From an optimization exercise on the open Yosys and OpenROAD flow, aimed at small area; shortcuts taken in it are not production practice. Where RTL was checked, it was by simulation tests only, not by an equivalence proof against the original. No functional check of the RTL was part of run 1. No activity file was given, so power comes from the tool's default toggle rates.

==> design.v <==
module ho_unc (
    input  wire        clk,
    input  wire        rst,         
    input  wire        start,
    input  wire [31:0] in_u0,       
    input  wire [31:0] in_tau,      
    input  wire [15:0] in_f0,       
    input  wire [15:0] in_aging,    
    input  wire [15:0] in_k,        
    input  wire [16:0] in_dtemp,    
    output wire        busy,
    output wire        done,
    output wire [31:0] unc          
);
    localparam [39:0] DEN = 40'd720_000_000_000;
    localparam [39:0] DC1 = 40'h585ca7e000;    
    localparam [39:0] DC2 = 40'hb0b94fc000;    
    localparam [2:0] P_IDLE = 3'd0, P_Y = 3'd1, P_X = 3'd2, P_XH = 3'd3,
                     P_A = 3'd4, P_FIN = 3'd5, P_SAT = 3'd6;
    reg [2:0] ph;
    reg [5:0] c;       
    reg [5:0] idx;     
    wire idle = (ph == P_IDLE);
    wire isY  = (ph == P_Y);
    wire isX  = (ph == P_X);
    wire isXH = (ph == P_XH);
    wire isA  = (ph == P_A);
    wire isF  = (ph == P_FIN);
    wire isS  = (ph == P_SAT);
    wire c0   = (c == 6'd0);
    wire last = (c == 6'd39);
    wire firstY = isY && (idx == 6'd15);
    wire firstX = isX && (idx == 6'd16);
    wire firstA = isA && (idx == 6'd49);
    reg [39:0] ra;     
    reg [39:0] rb;     
    reg [39:0] rc;     
    reg [39:0] rd;     
    reg [39:0] re;     
    reg mbit, mnext;
    wire [5:0] nidx  = idx - 6'd1;
    wire       hiSel = isA & (idx > 6'd40);
    wire       strobe = isXH  ? last :
                        hiSel ? (c == idx - 6'd41) :
                        ((isY | isX | isA) & (idx != 6'd0) & (c == nidx));
    wire       mtap  = isX ? rd[19] : isXH ? rd[29] : (hiSel ? rd[39] : rc[39]);
    wire tau_s = rb[39] & ~c[5];               
    wire dt_s  = rd[39] & (c < 6'd17);
    wire f0_s  = rc[19] & (c < 6'd16);
    wire y_s   = re[39];
    wire e_j   = (idx == 6'd2) | (idx == 6'd5) | (idx == 6'd6);           
    wire c_j   = (idx == 6'd6) | (idx == 6'd8) | (idx == 6'd11) |
                 (idx == 6'd12) | (idx == 6'd16);                         
    reg  [1:0] sreg;
    reg        nz, gt;
    wire [2:0] rt = {re[0], re[1], re[2]};     
    wire [1:0] s_sel = (rt >= 3'd6) ? 2'd2 : (rt >= 3'd3) ? 2'd1 : 2'd0;
    wire [1:0] s_comb = firstA ? 2'd0 : s_sel;
    wire [1:0] s_cur = isF ? {gt, nz & ~gt} : (c0 ? s_comb : sreg);
    wire       dcb = (s_cur == 2'd1) ? DC1[c] : (s_cur == 2'd2) ? DC2[c] : 1'b0;
    reg  d1, cy1, cy2;
    wire acc_out = isX ? rc[39] : re[39];
    wire dbl = (c0 | firstY | firstX | firstA) ? 1'b0 : d1;
    wire a1  = mbit & (isY ? dt_s : tau_s);
    wire a2  = isY ? (e_j & f0_s) : (isX ? (c_j & y_s) : dcb);
    wire ci1 = ~c0 & cy1;
    wire ci2 = ~c0 & cy2;
    wire s1  = dbl ^ a1 ^ ci1;
    wire co1 = (dbl & a1) | (dbl & ci1) | (a1 & ci1);
    wire sm  = s1 ^ a2 ^ ci2;
    wire co2 = (s1 & a2) | (s1 & ci2) | (a2 & ci2);
    reg  d2, cyh;
    wire hact = (isX | isXH) & (c < 6'd10);
    wire ha = firstX ? 1'b0 : (c0 ? d1  : d2);
    wire hb = firstX ? 1'b0 : (c0 ? cy1 : 1'b0);
    wire hc = firstX ? 1'b0 : (c0 ? cy2 : cyh);
    wire hs  = ha ^ hb ^ hc;
    wire hco = (ha & hb) | (ha & hc) | (hb & hc);
    reg  cyu, pend, sticky;
    wire uact = (isA | isF) & ~c[5];           
    wire hit  = (c == idx);
    wire inj  = (hit & s_cur[0]) | pend;
    wire cui  = ~c0 & cyu;
    wire us   = ra[39] ^ inj ^ cui;
    wire uco  = (ra[39] & inj) | (ra[39] & cui) | (inj & cui);
    wire ra_in = uact ? us : ((isS & sticky & ~c[5]) ? 1'b1 : ra[39]);
    wire rc_in = isX ? sm : rc[39];
    wire re_in = (isY | isA) ? sm : re[39];
    wire rd_in = hact ? hs : rd[39];
    wire [39:0] ra_sh = {ra[38:0], ra_in};
    wire [39:0] rb_sh = {rb[38:0], rb[39]};
    wire [39:0] rc_sh = {rc[38:0], rc_in};
    wire [39:0] rd_sh = {rd[38:0], rd_in};
    integer b;
    always @(posedge clk) begin
        ra <= ra_sh;
        rb <= rb_sh;
        rc <= rc_sh;
        rd <= rd_sh;
        if (idle) begin
            for (b = 0; b < 32; b = b + 1) begin
                ra[39-b] <= in_u0[b];
                rb[39-b] <= in_tau[b];
            end
            for (b = 0; b < 16; b = b + 1) begin
                rc[39-b] <= in_k[b];
                rc[19-b] <= in_f0[b];
                rd[19-b] <= in_aging[b];
            end
            for (b = 0; b < 17; b = b + 1)
                rd[39-b] <= in_dtemp[b];
        end
        re <= {re[38:0], re_in};
    end
    always @(posedge clk) begin
        d1  <= acc_out;
        cy1 <= co1;
        cy2 <= co2;
        d2  <= rd[39];
        cyh <= hco;
        cyu <= uco;
        pend <= (isA | isF) & hit & s_cur[1] & (idx < 6'd31);
        if (c0) sreg <= s_comb;
        if (isA) begin
            nz <= (~c0 & nz) | sm;
            gt <= (sm ^ DEN[c]) ? sm : (~c0 & gt);
        end
        if (idle) begin
            mbit   <= in_k[15];
            mnext  <= 1'b0;
            sticky <= 1'b0;
        end else begin
            if (last) begin
                mbit  <= strobe ? mtap : mnext;
                mnext <= 1'b0;
            end else if (strobe) begin
                mnext <= mtap;
            end
            if (isA & c0)
                sticky <= sticky | ((idx >= 6'd32) & (s_comb != 2'd0)) |
                          ((idx == 6'd31) & s_comb[1]);
            else if (uact & (c == 6'd31))
                sticky <= sticky | uco;
        end
    end
    always @(posedge clk) begin
        if (rst) begin
            ph <= P_IDLE;
            c  <= 6'd0;
        end else if (idle) begin
            c <= 6'd0;
            if (start) begin
                ph  <= P_Y;
                idx <= 6'd15;
            end
        end else begin
            c <= last ? 6'd0 : c + 6'd1;
            if (last) begin
                case (ph)
                    P_Y:   if (idx == 6'd0) begin ph <= P_X; idx <= 6'd16; end
                           else idx <= idx - 6'd1;
                    P_X:   if (idx == 6'd0) ph <= P_XH;
                           else idx <= idx - 6'd1;
                    P_XH:  begin ph <= P_A; idx <= 6'd49; end
                    P_A:   if (idx == 6'd0) ph <= P_FIN;
                           else idx <= idx - 6'd1;
                    P_FIN: ph <= P_SAT;
                    default: ph <= P_IDLE;
                endcase
            end
        end
    end
    assign busy = ~idle;
    assign done = isS & last;
    genvar g;
    generate
        for (g = 0; g < 32; g = g + 1) begin : g_unc
            assign unc[g] = ra[38-g];
        end
    endgenerate
endmodule
==> flow/run.sh <==
#!/bin/bash
# Standard ORFS layout (the standard.sh), with two choices changed:
#  - port buffers use the smallest buffer cell (buf_1) instead of the resizer's pick
#  - clock tree built from small clock buffers, without dummy loads
set -euo pipefail
export BUFFER_PORTS_ARGS="-buffer_cell sky130_fd_sc_hd__buf_1"
export CTS_ARGS="-sink_clustering_enable -repair_clock_nets -dont_use_dummy_load -buf_list sky130_fd_sc_hd__clkbuf_4 -root_buf sky130_fd_sc_hd__clkbuf_4"
bash standard.sh > make_finish.log 2>&1
==> standard.sh <==
#!/bin/bash
# synth_recipe.tcl (not shown) runs the flow's synth.tcl, then flattens the netlist and writes it again
# the make line also repeats each setting of config.mk as NAME=value (left out here)
make -C /OpenROAD-flow-scripts/flow DESIGN_CONFIG=/design/flow/config.mk WORK_HOME=/design/flow/orfs CLKGATE_MAP_FILE= SYNTH_SCRIPT=/design/flow/synth_recipe.tcl "${@:-finish}"
==> config.mk <==
export PLATFORM = sky130hd
export DESIGN_NAME = ho_unc
export DESIGN_NICKNAME = ho_unc
export VERILOG_FILES = /design/flow/design.v
export SDC_FILE = /design/flow/constraint.sdc
export NUM_CORES = 4
export LEC_CHECK = 0
export CAP_MARGIN = 20
export CORE_MARGIN = 2
export CORE_UTILIZATION = 40
export SLEW_MARGIN = 20
==> constraint.sdc <==
create_clock -name core_clock -period 20.0 [get_ports {clk}]
set_input_delay 4.0000 -clock core_clock [delete_from_list [all_inputs] [get_ports {clk}]]
set_output_delay 4.0000 -clock core_clock [all_outputs]
set_load 0.01 [all_outputs]
==> impl_metrics.ini, run 1 <==
[timing]
slew-limit-headroom = 0.399
setup-violations-final = 0
fin_skew_ps = 97.3
slew_violations = 0
timing.fmax_mhz = 158
rsz0062_at_grt = false
tightestPinTransition_ps = 902
final.setup.tns_ps = 0
period_share = 0.317
finalCriticalPeriod_ps = 6340
hold_viol = 0

[final_layout]
drive_gt1_frac = 0.0701
finish.utilization = 0.459
final_nets = 1263
layout_common_cells = nand2_1, dfxtp_1, buf_1
final_common_cell = nand2_1
multi_input_comb_area_mm2 = 0.00317
area_delta_synth_final_pct = 11.8
fillers = 2092
seq_area_mm2 = 0.00467

[hold_path]
hp-start = ra[2]
whs_endpoint = ra[3]
hold_depth = 0
hold_class = reg2reg

[worst_setup_path]
r2r_slack_ps = 16140
endpoint_kind = output port
cp-start-kind = flop
crit_slowest_cell = dfxtp_1
crit_chain = ha_1, nand4_1, nor4_1, buf_1
critical_path.max_stage_delay_ps = 510
path_class = reg2out
worstPathRequired_ps = 16000
r2r_start = ph[0]
cp.arrival_ps = 2340
reg2reg_depth = 10
worstSetupStartpoint = c[1]
timing.rr.end = gt
cp_max_fo = 9

[clocking]
ctsHoldBuffers = 0
cts.htree.levels = 2
cts_tree = yes
cts_resized = 0
clock_latency_ps = 660
numCtsBuffers = 59
cts_buffer_depth = 3
cts-root-buf = clkbuf_4
clk_pin_slew_ps = 60
cts_post_setup_buffers_inserted = 0
numClockSinks = 229

[pwr]
p_leak_uw = 0.00422
peakVddDrop_mv = 0.0348
p_per_area_mw_per_mm2 = 110
finalPower_uw = 1030

[floorplan]
pin_count = 166
initial_core_util = 0.411
rows = 52
core_mm2 = 0.0204
chipWidth_um = 149
fp.dieH_um = 149
die_area_mm2 = 0.0221

[synthesis]
yosysTopAreaCell = dfxtp_1
synth_cell_types = 63
ys.flop_type = dfxtp_1
synth_area_leaders = dfxtp_1, nand2_1, edfxtp_1
synth_edf_count = 9
avgSynthCellArea_um2 = 8.61
async_reset_ff_frac = 0
yosys.area.top_type_share = 0.527
syn_area_mm2 = 0.00836
yosysWarnings = 1
synth-seq-area-share = 0.559
synth_seq_cells = 229
syn-num-nets = 1119
syn_inst = 971

[route]
drt-wirelength-per-cell_um = 12.8
first_pass_iters = 6
drc = 0
wl_um = 17800
drtIter0Drc = 350
ant_nets = 0
viasPerCell = 4.62
routed-via-count = 6403

[grt]
grt_pass1_wl_um = 28700
grt_pass1_vias = 6072
grt_max_degree = 87
track_usage = 0.159
antenna_found_initial = 1
grt.overflow.total = 0

[place]
place.gp.congestion = 0.894
io_buffers = 165
dp_hpwl_um = 11900

[outcome]
status = finished clean

[run]
drv_cap = 0
[report_power, final]
part | leakage (µW) | switching [µW] | internal (µW)
combinational | 0.00202 | 101 | 57.1
clock | 0.000271 | 153 | 133
sequential | 0.00192 | 32.9 | 549
[cells by family after synthesis]
family,count (synthesis),share of synthesized area
simple gates,505,0.249
flops,229,0.559
xor+xnor,22,0.0230
buf+inv,105,0.0630
mux,9,0.0115
compound gates,85,0.0670
fa+ha+maj,16,0.0275
[layer usage]
metal,vias to the layer above,part of all wire,track usage
met2,172,0.45,0.252
met1,2871,0.46,0.208
li1,3332,-,-
met4,0,0.019,0.0662
met5,-,0,0
met3,28,0.065,0.0402
[registers in the layout, summed over array words and instances (netlist names)]
signal,flops
re,40
cyh,1
rd,40
mnext,1
cyu,1
idx,6
mbit,1
gt,1
sreg,2
rc,40
d2,1
ra,40
cy2,1
rb,40
sticky,1
ph,3
d1,1
nz,1
cy1,1
pend,1
c,6
[worst max-delay path by stage]
stage           end  slack, ps  depth (start not counted)
6_report       done      13660                          4
3_5_place_dp   done      14290                          4
3_3_place_gp   done      14330                          4
2_1_floorplan  busy      14600                          5
4_1_cts        done      13620                          4
5_1_grt        done      13370                          4
[final cells by class]
| type | count | share of cell area |
|---|---|---|
| Sequential cell | 229 | 0.500 |
| Multi-Input combinational cell | 637 | 0.339 |
| Timing Repair Buffer | 168 | 0.0687 |
| Clock buffer | 59 | 0.0474 |
| Tap cell | 270 | 0.0361 |
| Inverter | 20 | 0.00830 |
| Antenna cell | 2 | 0.000535 |
[per-stage QoR]
stage	instance area [µm²]	worst slack, ps	cells	hold WS [ps]
after floorplan	8360	14600	971	310
after global placement	8900	14330	1324	310
after detailed placement	8900	14290	1324	312
after CTS	9340	13620	1383	248
after global routing	9350	13370	1385	252
final	9350	13660	1385	252
[critical path: cells and delay by family (launching register included)]
family	cells	cell delay, ps
flops	1	510
buf+inv	1	200
simple gates	2	640
fa+ha+maj	1	390
[synth_stat cells (3+ instances only)]
cell type  instances
edfxtp_1           9
buf_4             32
nand2b_1           5
nor3_1             8
clkbuf_1          46
xor2_1            11
fa_1               4
nand2_1          411
inv_1             18
a211oi_1           4
a21oi_1           24
nand3_1           11
nand4_1            3
nor2_1            30
or3b_2             3
dfxtp_1          220
a31oi_1            4
ha_1              12
buf_2              4
o21ai_0           27
mux2i_1            4
nor3b_1            7
xnor2_1           11
and3_1             4
nor2b_1            4
mux2_2             5
==> run 2, diff against run 1 <==
--- a/design.v
+++ b/design.v
@@ -39,9 +39,10 @@
     reg [39:0] re;     
+    reg [9:0]  rh;     
     reg mbit, mnext;
     wire [5:0] nidx  = idx - 6'd1;
-    wire       hiSel = isA & (idx > 6'd40);
-    wire       strobe = isXH  ? last :
+    wire       hiSel = isXH | (isA & (idx > 6'd40));
+    wire       strobe = isXH  ? (c == 6'd19) :
                         hiSel ? (c == idx - 6'd41) :
                         ((isY | isX | isA) & (idx != 6'd0) & (c == nidx));
-    wire       mtap  = isX ? rd[19] : isXH ? rd[29] : (hiSel ? rd[39] : rc[39]);
+    wire       mtap  = isX ? rd[19] : (hiSel ? rh[9] : rc[39]);
     wire tau_s = rb[39] & ~c[5];               
@@ -88,3 +89,3 @@
     wire re_in = (isY | isA) ? sm : re[39];
-    wire rd_in = hact ? hs : rd[39];
+    wire rh_in = hact ? hs : rh[9];
     wire [39:0] ra_sh = {ra[38:0], ra_in};
@@ -92,3 +93,3 @@
     wire [39:0] rc_sh = {rc[38:0], rc_in};
-    wire [39:0] rd_sh = {rd[38:0], rd_in};
+    wire [39:0] rd_sh = {rd[38:0], rd[39]};
     integer b;
@@ -113,2 +114,3 @@
         re <= {re[38:0], re_in};
+        rh <= {rh[8:0], rh_in};
     end
@@ -118,3 +120,3 @@
         cy2 <= co2;
-        d2  <= rd[39];
+        d2  <= rh[9];
         cyh <= hco;
==> run.sh (new file) <==
#!/bin/bash
# synth_recipe.tcl (not shown) runs the flow's synth.tcl, then flattens the netlist and writes it again
# the make line also repeats each setting of config.mk as NAME=value (left out here)
make -C /OpenROAD-flow-scripts/flow DESIGN_CONFIG=/design/flow/config.mk WORK_HOME=/design/flow/orfs CLKGATE_MAP_FILE= SYNTH_SCRIPT=/design/flow/synth_recipe.tcl finish
removed: flow/run.sh
removed: standard.sh
==> impl_metrics.ini, run 2 <==
[worst_setup_path]
reg2reg_depth = 8
path_class = reg2out
r2r_start = ph[1]
endpoint_kind = output port
cp.arrival_ps = 2780
cp_max_fo = 82
timing.rr.end = re[0]
cp-start-kind = flop
r2r_slack_ps = 16060
worstPathRequired_ps = 16000

[place]
place.gp.congestion = 0.899
dp_hpwl_um = 12200
io_buffers = 165
place_inst = 1328
placed_area_mm2 = 0.0100

[clocking]
cts_post_setup_buffers_inserted = 0
numCtsBuffers = 26
cts.htree.levels = 1
clock_latency_ps = 520
cts-root-buf = clkbuf_16
cts_resized = 0
numClockSinks = 239
cts_buffer_depth = 3
ctsHoldBuffers = 0
cts_tree = yes
clk_pin_slew_ps = 60

[synthesis]
synth_cell_types = 58
synth_edf_count = 9
synth-seq-area-share = 0.577
synth_commonest_cells = nand2_1, dfxtp_1, buf_4
synth_seq_cells = 239
syn_area_mm2 = 0.00845
syn-num-nets = 1112
yosysTopAreaCell = dfxtp_1
syn_inst = 964
yosysWarnings = 1
synth_area_leaders = dfxtp_1, nand2_1, edfxtp_1
yosys.area.top_type_share = 0.545
async_reset_ff_frac = 0
ys.flop_type = dfxtp_1
yosysMostFrequentCell = nand2_1
avgSynthCellArea_um2 = 8.76

[grt]
grt_max_degree = 96
antenna_found_initial = 0
grt.overflow.total = 0
track_usage = 0.164
grt_pass1_vias = 5870
grt_pass1_wl_um = 29700

[final_layout]
design_area_mm2 = 0.0109
layout_common_cells = nand2_1, dfxtp_1, clkdlybuf4s50_1
stdcell_count = 1373
drive_gt1_frac = 0.0556
fillers = 1987
area_delta_synth_final_pct = 28.7
final_common_cell = nand2_1
antenna_cells_inserted = 0
final_nets = 1229

[timing]
slew-limit-headroom = 0.365
slew_violations = 0
fin_hold_ws_ps = 314
finalCriticalPeriod_ps = 6780
final.setup.tns_ps = 0
period_share = 0.339
rsz0062_at_grt = false
tightestPinTransition_ps = 953
timing.fmax_mhz = 147
setup-violations-final = 0
hold_viol = 0
fin_skew_ps = 12.4

[pwr]
switching_share = 0.288
p_per_area_mw_per_mm2 = 137
p_leak_uw = 0.00478
seqPwrFrac = 0.467
power.switching_uw = 430
internal_power_uw = 1060
comb_power_share = 0.220
peakVddDrop_mv = 0.0663
pwr-share-clk = 0.313

[route]
wl_um = 18400
viasPerCell = 4.58
drc = 0
drt-wirelength-per-cell_um = 13.4
ant_nets = 0
first_pass_iters = 4
drtIter0Drc = 286
routed-via-count = 6290

[floorplan]
initial_core_util = 0.404
pin_count = 166
core_mm2 = 0.0209
die_area_mm2 = 0.0223
rows = 53
fp.dieH_um = 149
chipWidth_um = 149

[hold_path]
hp-start = rc[1]
hold_class = reg2reg
whs_endpoint = rc[2]
hold_depth = 0

[outcome]
status = finished clean

[run]
drv_cap = 0
## run 2: worst max-delay path by stage
stage	slack, ps	to	depth (start not counted)	start
CTS	13180	busy	3	ph[1]
finish	13220	busy	3	ph[1]
global route	12980	busy	3	ph[1]
detailed placement	13740	busy	3	ph[1]
floorplan	14670	busy	5	ph[1]
global placement	13740	busy	3	ph[1]
## run 2: power groups by stage
| stage | logic (µW) | clock network [µW] | registers (µW) |
|---|---|---|---|
| floorplan | 250 | 0 | 680 |
| global placement | 333 | 0 | 702 |
| detailed placement | 332 | 0 | 705 |
| CTS | 335 | 480 | 698 |
| global route | 376 | 500 | 713 |
| finish | 329 | 467 | 696 |
## run 2: critical path, stage by stage (launching register included)
cell,delay (ps)
dfxtp_1,760
nor3_2,140
inv_4,620
clkdlybuf4s50_1,710
## run 2: cells by family after synthesis
kind of cell / share of synthesized area
flops: 0.577
xor+xnor: 0.0238
simple gates: 0.242
mux: 0.00874
compound gates: 0.0560
buf+inv: 0.0625
fa+ha+maj: 0.0298
## run 2: metrics by stage
stage          setup slack, ps  utilization  power, µW
5_1_grt                  12980        0.521       1590
6_report                 13220        0.521       1490
3_5_place_dp             13740        0.480       1040
4_1_cts                  13180        0.521       1510
2_1_floorplan            14670            -        930
3_3_place_gp             13740        0.480       1040
## run 2: area by class of cell
cell class | instances | area [µm²] | area share
flip-flops and latches | 239 | 4870 | 0.448
multi-input cells | 626 | 3050 | 0.280
repair buffers | 168 | 1670 | 0.154
clock buffers | 35 | 734 | 0.0675
well taps | 275 | 344 | 0.0316
clock inverters | 10 | 120 | 0.0110
inverters | 20 | 77.6 | 0.00713
## run 2: routing by layer
metal | track usage | up-vias | wire length (µm)
met4 | 0.0467 | 0 | 429
met2 | 0.253 | 169 | 7930
met5 | 0 | - | 0
met1 | 0.231 | 2838 | 8700
met3 | 0.0370 | 31 | 1350
li1 | - | 3252 | -

## separate check: timing with driven ports
The results above use ideal ports. As a check the final layouts listed here were re-extracted and re-timed, cells and wires unchanged.
Step 1: set_driving_cell puts a clkbuf_16 on clk and a buf_2 on each other input, an assumption about the parent block.
Step 2 adds t to the input delays and takes it off the output delays; t is the mean of the earliest and latest rising clock arrival at the registers after step 1. Input paths then give back, and output paths get back, about the clock's delay inside the block.
a / b / c = ideal ports / drivers / drivers and shift; a / b = the first two.
| run | shift t [ns] | slack for setup (ns) | worst hold slack (ns) | worst register clock-pin slew, ns |
|---|---|---|---|---|
| run 1 | 0.649 | 13.661 / 13.618 / 14.268 | 0.252 / 0.252 / 0.252 | 0.07 / 0.07 |
| run 2 | 0.557 | 13.219 / 13.177 / 13.734 | 0.314 / 0.314 / 0.314 | 0.06 / 0.06 |
After both steps setup and hold are still met in every run listed.
